This is an optimization exercise on Yosys and OpenROAD, whose aim is small area, a short achievable clock period and few clock cycles per item, not a production implementation. In this exercise RTL edits were held to simulation tests only and were not proved equivalent to the original.

## red
## cz_quant
module cz_quant (
    input             clk,
    input             rst,           
    input             in_valid,
    output            in_ready,
    input      [31:0] in_d,          
    input             in_ident,      
    input       [2:0] in_table,      
    input       [4:0] in_width,      
    input       [2:0] in_dither,     
    input      [15:0] in_fn,         
    input       [2:0] in_word,       
    input      [19:0] in_entry,      
    input             in_zero,       
    output     [14:0] tbl_addr,      
    input      [15:0] tbl_data0,     
    input      [15:0] tbl_data1,     
    output reg        out_valid,
    input             out_ready,
    output reg [15:0] out_word,
    output reg [31:0] out_y          
);
make LEC_CHECK=0 ABC_AREA=1 CAP_MARGIN=20 CORE_MARGIN=2 CORE_UTILIZATION=40 GPL_ROUTABILITY_DRIVEN=0 GPL_TIMING_DRIVEN=0 SLEW_MARGIN=20 finish   # period 140.0 ns
run.sh (not shown) runs the stock make flow with config.mk's settings and CLKGATE_MAP_FILE= SYNTH_SCRIPT=/design/flow/synth_recipe.tcl, a recipe that flattens the netlist after the stock synthesis.
red was carried through to the last stage, and its layout satisfied the timing, design-rule and antenna checks.
Testbench counts of red, summed over its fixed seeds: cycles 16,040, items 16,000.
The inputs of blue differ from those of red as listed below.
# red
export LEC_CHECK = 0
export ABC_AREA = 1
export CAP_MARGIN = 20
export CORE_MARGIN = 2
export CORE_UTILIZATION = 40
export GPL_ROUTABILITY_DRIVEN = 0
export GPL_TIMING_DRIVEN = 0
export SLEW_MARGIN = 20
create_clock -name core_clock -period 140.0 [get_ports {clk}]
# blue
export LEC_CHECK = 0
export ABC_AREA = 1
export CAP_MARGIN = 20
export CORE_MARGIN = 2
export CORE_UTILIZATION = 40
export SLEW_MARGIN = 20
create_clock -name core_clock -period 140.0 [get_ports {clk}]
--- outcome ---
Going from red to blue, the critical path depth was found to have gone down by 2.
blue reached the final stage; the timing, design-rule and antenna checks on its layout passed.
Summary of blue over red: global routing met3 resource utilization decreased by 2.2 points relative to the old numbers; setup slack increased by 800 ps relative to the old numbers.
## Diff of input files: green against blue
# blue
export LEC_CHECK = 0
export ABC_AREA = 1
export CAP_MARGIN = 20
export CORE_MARGIN = 2
export CORE_UTILIZATION = 40
export SLEW_MARGIN = 20
create_clock -name core_clock -period 140.0 [get_ports {clk}]
# green
export LEC_CHECK = 0
export ABC_AREA = 1
export CAP_MARGIN = 20
export CORE_MARGIN = 2
export CORE_UTILIZATION = 40
export CTS_BUF_LIST = sky130_fd_sc_hd__clkbuf_8
export CTS_CLUSTER_SIZE = 20
export SLEW_MARGIN = 20
create_clock -name core_clock -period 140.0 [get_ports {clk}]
Results
For wire length, green and blue come out practically identical.
Compared green against blue; final standard cell utilization of the core within noise.
Delta (green minus blue): global-route usage has remained practically unchanged, final worst setup slack has decreased, count of vias placed by the detailed router has increased, relative area of non-clock buffer cells in the final design has remained practically unchanged, sequential share of cell area has remained practically unchanged.
green vs blue, total of clock buffers placed in the layout went up by 20.

---

## the reference run
cz_quant, a different RTL version from the one above (not shown whole).
Size: ~5700 cells after synthesis, about 43000 um^2 of cells after synthesis.
Settings: LEC_CHECK=0, ABC_AREA=1, CAP_MARGIN=20, CORE_MARGIN=2, CORE_UTILIZATION=60, SLEW_MARGIN=20; clock period 140.0 ns.
standard.sh (not shown) runs the stock make flow with config.mk's settings and CLKGATE_MAP_FILE= SYNTH_SCRIPT=/design/flow/synth_recipe.tcl, a recipe that flattens the netlist after the stock synthesis.
==> flow/flow/run.sh <==
#!/bin/bash
# The standard layout (standard.sh), with one change: ABC maps the
# synthesised logic with area-oriented mapping (map -a, flow/abc_area.script)
# instead of ORFS's default abc_area.script. Registers, their names and cell
# types are the standard synthesis's, since ABC sees only combinational logic.
set -euo pipefail
rm -rf scripts_area
cp -r "$FLOW_HOME/scripts" scripts_area
cp flow/abc_area.script scripts_area/abc_area.script
bash standard.sh finish SCRIPTS_DIR="$PWD/scripts_area" > layout.log 2>&1
==> flow/flow/abc_area.script <==
strash
dch
map -a
topo
stime -c
buffer -c
upsize -c
dnsize -c
Testbench counts of the reference run, summed over its fixed seeds: cycles 16,040, items 16,000.
Changes in the trial run relative to the reference run:
diff --git a/flow/flow/run.sh b/flow/flow/run.sh
--- a/flow/flow/run.sh
+++ b/flow/flow/run.sh
@@ -1,5 +1,5 @@
 #!/bin/bash
 # The standard layout (standard.sh), with one change: ABC maps the
-# synthesised logic with area-oriented mapping (map -a, flow/abc_area.script)
+# synthesised logic with area-oriented mapping (map -a, then gate sizing; flow/abc_area.script)
 # instead of ORFS's default abc_area.script. Registers, their names and cell
 # types are the standard synthesis's, since ABC sees only combinational logic.
==> flow/flow/abc_area.script <==
strash
dch
map -a
topo
stime -c
upsize -c
dnsize -c
## What came out
Looking at design area, the trial run sits 0.39% below the reference run. Taking the reference run as the reference, in the trial run number of instances in the synthesized netlist went down 250, routed wire length decreased by about 1.2% relative to the old numbers, clock skew went down 0.041 ns, post-synthesis share of cell area spent on full adders, half adders and majority gates shows an increase of 0.74 points. Comparing path depth of the worst reg2reg path for the trial run and the reference run, the bigger number came from the reference run. Between the trial run and the reference run, routability congestion estimate from global placement is lower for the reference run, the trial run comes in above that. Min minimum clock period after layout across the trial run and the reference run: the reference run. Core utilization of the finished layout ended up 2.0 points higher on the trial run than on the reference run. The trial run ends up with a pin slew with the least headroom to its limit that is 0.12 ns lower than in the reference run.

==> re-timing with driven ports <==
How much do the figures lean on ideal ports? The routed layouts below were timed once more, with nothing changed but the port constraints.
Step 1 sets driving cells, clkbuf_16 on the clock port and buf_2 on the other inputs (assumed; they add their load-dependent delay and slew).
Step 2 also shifts input and output timing later by t, the mid clock arrival at the registers, as if the neighbouring blocks saw the same clock.
a / b / c = no drivers / after step 1 / after step 2; a / b = the first two.
run | t, ns | setup WS [ns] | clock arrival spread, ns
red | 0.677 | 109.397 / 109.324 / 110.001 | 0.079 / 0.080
blue | 0.700 | 110.201 / 110.127 / 110.513 | 0.053 / 0.053
green | 0.786 | 110.115 / 110.042 / 110.515 | 0.039 / 0.039
the reference run | 0.634 | 110.362 / 110.299 / 110.087 | 0.071 / 0.070
the trial run | 0.627 | 110.356 / 110.297 / 110.480 | 0.032 / 0.031
After both steps every run listed still meets setup and hold. For the reference run, which loses most, drivers alone change the setup slack by -0.063 ns; drivers and shift together by -0.275 ns.
